From an optimization exercise on the open Yosys and OpenROAD flow, aimed at small area and a short achievable clock period; shortcuts taken in it are not production practice. The RTL was checked by simulation tests, not by an equivalence proof against the original design. Power is estimated from default activity; no workload was simulated.

==> branch sierra: inputs <==
// ylb_fpu
module ylb_fpu (
    input             clk,
    input             rst_n,
    input             in_valid,
    input      [3:0]  in_fn,
    input      [31:0] in_a,
    input      [31:0] in_b,
    input      [31:0] in_c,
    output            out_valid,
    output            out_wr,
    output            out_fl,
    output     [31:0] out_res,
    output     [3:0]  out_flags
);
    localparam [3:0] FADD   = 4'h0;
    localparam [3:0] FSUB   = 4'h1;
    localparam [3:0] FMUL   = 4'h2;
    localparam [3:0] FMA    = 4'h3;
    localparam [3:0] FMS    = 4'h4;
    localparam [3:0] FMIN   = 4'h7;
    localparam [3:0] FMAX   = 4'h8;
    localparam [3:0] FABS   = 4'h9;
    localparam [3:0] FNEG   = 4'hA;
    localparam [3:0] FCMP   = 4'hB;
    localparam [3:0] FCVT   = 4'hC;
    localparam [3:0] FCVTL  = 4'hD;
    localparam [3:0] FTOI   = 4'hE;
    localparam [3:0] FCLAMP = 4'hF;
    localparam [31:0] F_ONE = 32'h3F80_0000;
    localparam [31:0] SIGN  = 32'h8000_0000;
    wire a_nan = (&in_a[30:23]) && (|in_a[22:0]);
    wire b_nan = (&in_b[30:23]) && (|in_b[22:0]);
    wire c_nan = (&in_c[30:23]) && (|in_c[22:0]);
    wire [31:0] a_key = in_a[31] ? {1'b0, ~in_a[30:0]} : {1'b1, in_a[30:0]};
    wire [31:0] b_key = in_b[31] ? {1'b0, ~in_b[30:0]} : {1'b1, in_b[30:0]};
    wire [31:0] c_key = in_c[31] ? {1'b0, ~in_c[30:0]} : {1'b1, in_c[30:0]};
    wire        a_lt_b = (a_key < b_key);
    wire        ab_eq  = (in_a == in_b);
    wire [31:0] min_ab = a_nan ? in_b : b_nan ? in_a : a_lt_b ? in_a : in_b;
  ...
==> flow/config.mk <==
export PLATFORM = sky130hd
export DESIGN_NAME = ylb_fpu
export DESIGN_NICKNAME = ylb_fpu
export VERILOG_FILES = /design/flow/design.v
export SDC_FILE = /design/flow/constraint.sdc
export NUM_CORES = 4
export LEC_CHECK = 0
export CAP_MARGIN = 20
export CORE_MARGIN = 2
export CORE_UTILIZATION = 60
export SETUP_SLACK_MARGIN = 5
export SLEW_MARGIN = 20
==> flow/constraint.sdc <==
create_clock -name core_clock -period 12.0 [get_ports {clk}]
set_input_delay 2.4000 -clock core_clock [delete_from_list [all_inputs] [get_ports {clk}]]
set_output_delay 2.4000 -clock core_clock [all_outputs]
set_load 0.01 [all_outputs]
run.sh (not shown) runs the stock make flow with config.mk's settings and CLKGATE_MAP_FILE= SYNTH_SCRIPT=/design/flow/synth_recipe.tcl, a recipe that flattens the netlist after the stock synthesis.
==> branch fjord (differences from branch sierra) <==
--- a/flow/design.v
+++ b/flow/design.v
@@ -29,22 +29,22 @@
     localparam [31:0] F_ONE = 32'h3F80_0000;
     localparam [31:0] SIGN  = 32'h8000_0000;
     wire a_nan = (&in_a[30:23]) && (|in_a[22:0]);
     wire b_nan = (&in_b[30:23]) && (|in_b[22:0]);
     wire c_nan = (&in_c[30:23]) && (|in_c[22:0]);
+    wire a_hid = |in_a[30:23], b_hid = |in_b[30:23], c_hid = |in_c[30:23];
     wire [31:0] a_key = in_a[31] ? {1'b0, ~in_a[30:0]} : {1'b1, in_a[30:0]};
     wire [31:0] b_key = in_b[31] ? {1'b0, ~in_b[30:0]} : {1'b1, in_b[30:0]};
     wire [31:0] c_key = in_c[31] ? {1'b0, ~in_c[30:0]} : {1'b1, in_c[30:0]};
     wire        a_lt_b = (a_key < b_key);
     wire        ab_eq  = (in_a == in_b);
-    wire [31:0] min_ab = a_nan ? in_b : b_nan ? in_a : a_lt_b ? in_a : in_b;
-    wire [31:0] max_ab = a_nan ? in_b : b_nan ? in_a : a_lt_b ? in_b : in_a;
+    wire        min_a  = ~a_nan & (b_nan | a_lt_b);      
+    wire        max_b  = a_nan | (~b_nan & a_lt_b);      
     wire        a_le_c = ~(c_key < a_key);
     wire        b_le_c = ~(c_key < b_key);
-    wire        max_a  = b_nan | (~a_nan & ~a_lt_b);
-    wire        m_le_c = max_a ? a_le_c : b_le_c;
-    wire [31:0] clamp  = (a_nan & b_nan) ? in_c : c_nan ? max_ab : m_le_c ? max_ab : in_c;
+    wire        m_le_c = max_b ? b_le_c : a_le_c;
+    wire        clamp_c = (a_nan & b_nan) | (~c_nan & ~m_le_c);
     wire both_zero = (in_a[30:0] == 0) && (in_b[30:0] == 0);
     reg [3:0] cmp_flags;
     always @* begin
         if (a_nan || b_nan)
             cmp_flags = 4'b0001;
@@ -56,45 +56,75 @@
             cmp_flags = 4'b0000;
     end
     wire is_arith = (in_fn <= FMS);
     wire is_cvt   = (in_fn == FCVT) || (in_fn == FCVTL);
     wire is_ftoi  = (in_fn == FTOI);
-    reg [31:0] x, y, z;
+    reg [31:0] x, y;
     always @* begin
         x = 32'b0;
         y = 32'b0;
-        z = in_a;
         case (in_fn)
-            FADD:   begin x = in_a;        y = F_ONE; z = in_b;        end
-            FSUB:   begin x = in_a;        y = F_ONE; z = in_b ^ SIGN; end
-            FMUL:   begin x = in_a;        y = in_b;  z = SIGN;        end
-            FMA:    begin x = in_a;        y = in_b;  z = in_c;        end
-            FMS:    begin x = in_a ^ SIGN; y = in_b;  z = in_c;        end
-            FMIN:   z = min_ab;
-            FMAX:   z = max_ab;
-            FABS:   z = {1'b0, in_a[30:0]};
-            FNEG:   z = in_a ^ SIGN;
-            FCLAMP: z = clamp;
+            FADD:   begin x = in_a;        y = F_ONE; end
+            FSUB:   begin x = in_a;        y = F_ONE; end
+            FMUL:   begin x = in_a;        y = in_b;  end
+            FMA:    begin x = in_a;        y = in_b;  end
+            FMS:    begin x = in_a ^ SIGN; y = in_b;  end
             FCVT:   y = {32{in_a[31]}};
             FCVTL:  y = in_b;
             default: ;
         endcase
     end
-    wire [7:0] aE = {in_a[30:24], in_a[23] | ~|in_a[30:23]};
-    wire [7:0] bE = {in_b[30:24], in_b[23] | ~|in_b[30:23]};
-    wire [7:0] cE = {in_c[30:24], in_c[23] | ~|in_c[30:23]};
+    reg z_a, z_b, z_c, z_s;
+    always @* begin
+        z_a = 1'b0;
+        z_b = 1'b0;
+        z_c = 1'b0;
+        z_s = in_a[31];
+        case (in_fn)
+            FADD:   begin z_b = 1'b1; z_s = in_b[31];  end
+            FSUB:   begin z_b = 1'b1; z_s = ~in_b[31]; end
+            FMUL:   z_s = 1'b1;
+            FMA,
+            FMS:    begin z_c = 1'b1; z_s = in_c[31];  end
+            FMIN:   begin z_a = min_a; z_b = ~min_a;
+                          z_s = min_a ? in_a[31] : in_b[31]; end
+            FMAX:   begin z_a = ~max_b; z_b = max_b;
+                          z_s = max_b ? in_b[31] : in_a[31]; end
+            FABS:   begin z_a = 1'b1; z_s = 1'b0;      end
+            FNEG:   begin z_a = 1'b1; z_s = ~in_a[31]; end
+            FCLAMP: begin z_a = ~clamp_c & ~max_b; z_b = ~clamp_c & max_b; z_c = clamp_c;
+                          z_s = clamp_c ? in_c[31] : max_b ? in_b[31] : in_a[31]; end
+            default: z_a = 1'b1;
+        endcase
+    end
+    wire [31:0] z  = {z_s, ({31{z_a}} & in_a[30:0]) | ({31{z_b}} & in_b[30:0]) | ({31{z_c}} & in_c[30:0])};
+    wire        z_hid = (z_a & a_hid) | (z_b & b_hid) | (z_c & c_hid);
     wire       is_add = (in_fn == FADD) || (in_fn == FSUB);
     wire       is_mul = (in_fn == FMUL);
     wire       a_zero = ~|in_a[30:0];
     wire       b_zero = ~|in_b[30:0];
-    wire [7:0] yE0 = is_add ? 8'd127 : bE;
-    wire [7:0] zE0 = is_add ? bE : is_mul ? 8'd1 : cE;
-    wire signed [11:0] dxy  = {4'b0, aE} + {4'b0, yE0} - {4'b0, zE0} - 12'sd100;
-    wire signed [11:0] dti  = 12'sd158 - {4'b0, aE};
+    wire [7:0] ye0 = is_add ? 8'd127 : in_b[30:23];
+    wire       yh0 = is_add | b_hid;
+    wire [7:0] ze0 = is_add ? in_b[30:23] : is_mul ? 8'd0 : in_c[30:23];
+    wire       zh0 = is_add ? b_hid : ~is_mul & c_hid;
+    wire signed [11:0] dxy  = {4'b0, in_a[30:23]} + {4'b0, ye0} - {4'b0, ze0} - 12'sd100 +
+                              {11'b0, ~a_hid} + {11'b0, ~yh0} - {11'b0, ~zh0};
+    wire signed [11:0] dti  = 12'sd158 - {4'b0, in_a[30:23]} - {11'b0, ~a_hid};
     wire               anch = ~is_arith | a_zero | (~is_add & b_zero) | (dxy <= 0);
     wire signed [11:0] sh   = is_ftoi ? dti : anch ? 12'sd0 : dxy;
     wire [6:0]         sh7  = (sh[11] ? 7'd0 : (|sh[10:7]) ? 7'd127 : sh[6:0]);
+    wire       is_fma = (in_fn == FMA) || (in_fn == FMS);
+    wire [23:0] zm0 = is_add  ? {b_hid, in_b[22:0]} :
+                      is_fma  ? {c_hid, in_c[22:0]} :
+                      is_ftoi ? {a_hid, in_a[22:0]} : 24'b0;
+    reg  [6:0] zthr0;
+    integer k;
+    always @* begin
+        zthr0 = 7'd127;
+        for (k = 23; k >= 0; k = k - 1)
+            if (zm0[k]) zthr0 = 7'd52 + k[6:0];
+    end
     reg sub0;
     always @* begin
         case (in_fn)
             FADD:    sub0 = in_a[31] ^ in_b[31];
             FSUB:    sub0 = ~(in_a[31] ^ in_b[31]);
@@ -103,12 +133,14 @@
             FMS:     sub0 = ~(in_a[31] ^ in_b[31] ^ in_c[31]);
             default: sub0 = 1'b0;
         endcase
     end
     reg         v1, arith1, cvt1, ftoi1, wr1, anch1, sub1;
+    reg [6:0]   zthr1;
     reg [6:0]   sh1;
     reg [31:0]  x1, y1, z1;
+    reg         xh1, yh1, zh1;
     reg [3:0]   flags1;
     always @(posedge clk) begin
         if (!rst_n)
             v1 <= 1'b0;
         else
@@ -118,18 +150,22 @@
         ftoi1  <= is_ftoi;
         wr1    <= (in_fn != FCMP);
         anch1  <= anch;
         sub1   <= sub0;
         sh1    <= sh7;
+        zthr1  <= zthr0;
         x1     <= x;
         y1     <= y;
         z1     <= z;
+        xh1    <= |x[30:23];
+        yh1    <= |y[30:23];
+        zh1    <= z_hid;
         flags1 <= cmp_flags;
     end
     wire       xs = x1[31], ys = y1[31], zs = z1[31];
     wire [7:0] xe = x1[30:23], ye = y1[30:23], ze = z1[30:23];
-    wire       xh = |xe, yh = |ye, zh = |ze;
+    wire       xh = xh1, yh = yh1, zh = zh1;
     wire [23:0] xm = {xh, x1[22:0]};
     wire [23:0] ym = {yh, y1[22:0]};
     wire [23:0] zm = {zh, z1[22:0]};
     wire [7:0] xE = {xe[7:1], xe[0] | ~xh};
     wire [7:0] yE = {ye[7:1], ye[0] | ~yh};
@@ -141,10 +177,11 @@
     wire x_zero = ~xh & x_fz, y_zero = ~yh & y_fz, z_zero = ~zh & z_fz;
     wire p_zero = x_zero | y_zero;
     wire p_inf  = x_inf | y_inf;
     wire sp  = arith1 ? (xs ^ ys) : cvt1 ? 1'b0 : zs;
     wire sub = sub1;
+    integer i;
     reg  [76:0]        zsh;
     always @* begin
         zsh = {sub, zm ^ {24{sub}}, {52{sub}}};
         if (sh1[0]) zsh = {{ 1{sub}}, zsh[76:1]};
         if (sh1[1]) zsh = {{ 2{sub}}, zsh[76:2]};
@@ -152,19 +189,12 @@
         if (sh1[3]) zsh = {{ 8{sub}}, zsh[76:8]};
         if (sh1[4]) zsh = {{16{sub}}, zsh[76:16]};
         if (sh1[5]) zsh = {{32{sub}}, zsh[76:32]};
         if (sh1[6]) zsh = {{64{sub}}, zsh[76:64]};
     end
-    reg                zst;
-    integer i;
-    always @* begin
-        zst = 1'b0;
-        for (i = 0; i < 24; i = i + 1)
-            if (sh1 > 7'd52 + i) zst = zst | zm[i];
-    end
     wire [8:0] pl = ftoi1 ? 9'd0 : cvt1 ? 9'd189 : anch1 ? ({1'b0, zE} - 9'd1) : ({1'b0, xE} + {1'b0, yE} - 9'd101);
-    wire [77:0] zin  = cvt1 ? {y1[31], y1, z1, 13'b0} : {sub, sub, zsh[75:0], zst ^ sub};
+    wire [77:0] zin  = cvt1 ? {y1[31], y1, z1, 13'b0} : {sub, sub, zsh[75:0], (sh1 > zthr1) ^ sub};
     wire [77:0] tsum;
     mac_tree u_mac (.mx(xm), .my(ym), .zin(zin), .cin(sub), .t(tsum));
     wire spec_nan = ~cvt1 & (x_nan | y_nan | z_nan | (p_inf & p_zero) | (p_inf & z_inf & (zs != sp)));
     wire spec_inf = ~cvt1 & (ftoi1 ? (zE >= 8'd158) : (p_inf | z_inf));
     wire inf_sgn  = p_inf ? sp : zs;
@@ -196,11 +226,11 @@
             lzd[i] = (t2[i] ^ t2[i+1]) | (pl2 == 9'd76 - i);
     end
     wire [6:0]  lsh;
     lzc77 u_lzc (.d(lzd), .lz(lsh));
     wire               ix   = ftoi2 & sp2;
-    wire [76:0]        nvf  = (t2[76:0] ^ {77{ix}}) << lsh;
+    wire [76:0]        nvf  = {t2[76:52] ^ {25{ix}}, t2[51:0]} << lsh;
     reg                stf;                  
     always @* begin
         stf = 1'b0;
         for (i = 0; i < 52; i = i + 1)
             if (lsh < 7'd52 - i) stf = stf | t2[i];
@@ -241,21 +271,24 @@
     wire        rup = rg & (rs | rm[0]);
     wire [31:0] iv  = {nv3[24:0], mi3[7:1]};
     wire        ig  = mi3[0] ^ sgn3;
     wire        il  = mi3[1] ^ sgn3;
     wire        iup = ig & (sti3 | il);
-    wire [22:0] blo = ftoi3 ? iv[22:0] : rm[22:0];
-    wire        bin = ftoi3 ? (iup ^ sgn3) : rup;
-    wire [23:0] lo  = {1'b0, blo} + {23'b0, bin};
-    wire signed [11:0] ehi = ebm3 + {11'b0, nv3[25]} + {11'b0, rm[23]} + {11'b0, lo[23]};
-    wire        ovf = ~ehi[11] & (ehi[10:0] >= 11'd255);
+    wire [22:0] lo  = rm[22:0] + {22'b0, rup};
+    wire        c23 = rup & (&rm[22:0]);
+    wire signed [11:0] eh0 = ebm3 + {11'b0, nv3[25]} + {11'b0, rm[23]};
+    wire signed [11:0] eh1 = eh0 + 12'sd1;
+    wire        ov0 = ~eh0[11] & (eh0[10:0] >= 11'd255);
+    wire        ov1 = ~eh1[11] & (eh1[10:0] >= 11'd255);
+    wire signed [11:0] ehi = c23 ? eh1 : eh0;
+    wire        ovf = c23 ? ov1 : ov0;
     wire [31:0] pk  = {1'b0, ehi[7:0], lo[22:0]};
     wire [31:0] f_res = nan3 ? 32'h7FC0_0000 :
                         (inf3 | ovf) ? {sgn3, 31'h7F80_0000} :
                         zero3 ? {sgn3, 31'b0} :
                                 {sgn3, pk[30:0]};
-    wire [31:0] ti  = {iv[31:23] + {8'b0, lo[23]}, lo[22:0]};
+    wire [31:0] ti  = iv + {31'b0, iup ^ sgn3};
     wire [31:0] i_res = nan3 ? 32'b0 :
                         inf3 ? (sgn3 ? 32'h8000_0000 : 32'h7FFF_FFFF) : ti;
     assign out_valid = v3;
     assign out_wr    = wr3;
     assign out_fl    = ~wr3;
--- a/flow/config.mk
+++ b/flow/config.mk
@@ -5,8 +5,10 @@
 export SDC_FILE = /design/flow/constraint.sdc
 export NUM_CORES = 4
 export LEC_CHECK = 0
 export CAP_MARGIN = 20
 export CORE_MARGIN = 2
-export CORE_UTILIZATION = 60
+export CORE_UTILIZATION = 45
+export PLACE_DENSITY = 0.72
 export SETUP_SLACK_MARGIN = 5
 export SLEW_MARGIN = 20
+export TNS_END_PERCENT = 5
==> summary of the runs <==
In branch fjord the first-iteration DRC count is smaller than in branch sierra, by about 20%.
In branch fjord the sequential share of layout area is higher than in branch sierra, by 1.0 points.
Hold slack: branch sierra is better than branch fjord (0.0038 ns).
Sequential power is about the same in branch fjord and branch sierra.
Between branch fjord and branch sierra, the lower wire length is in branch fjord (gap 17%, measured against branch sierra).
Between branch sierra and branch fjord, the lower combinational power is in branch fjord (gap about 38%, measured against branch fjord).
Synthesized cell count: branch sierra is larger than branch fjord (9.8%).
In branch fjord the sequential cell count is higher than in branch sierra, by 9.
Critical path depth: branch fjord is higher than branch sierra (5).
Of branch fjord and branch sierra, branch fjord has the higher clock skew (gap 0.032 ns).

[what the ideal ports hide]
No port has a modelled driver above. Below, the same layouts with a new extraction and two added sets of constraints.
Step 1: set_driving_cell puts a clkbuf_16 on clk and a buf_2 on each other input, an assumption about the parent block.
Step 2, shift: input delay + t, output delay - t, t = (earliest + latest rising clock arrival at the registers) / 2. This alone moves slack from input paths to output paths.
Three values: no drivers, after step 1, after step 2; two values: the first two.
run	t, ns	setup WS [ns]	worst setup path at the end
branch sierra	0.711	4.088 / 4.011 / 4.109	register to register
branch fjord	0.644	4.619 / 4.619 / 4.139	input to register
After both steps every run listed still meets setup and hold. For branch fjord, which loses most, drivers alone change the setup slack by 0.000 ns; drivers and shift together by -0.480 ns.
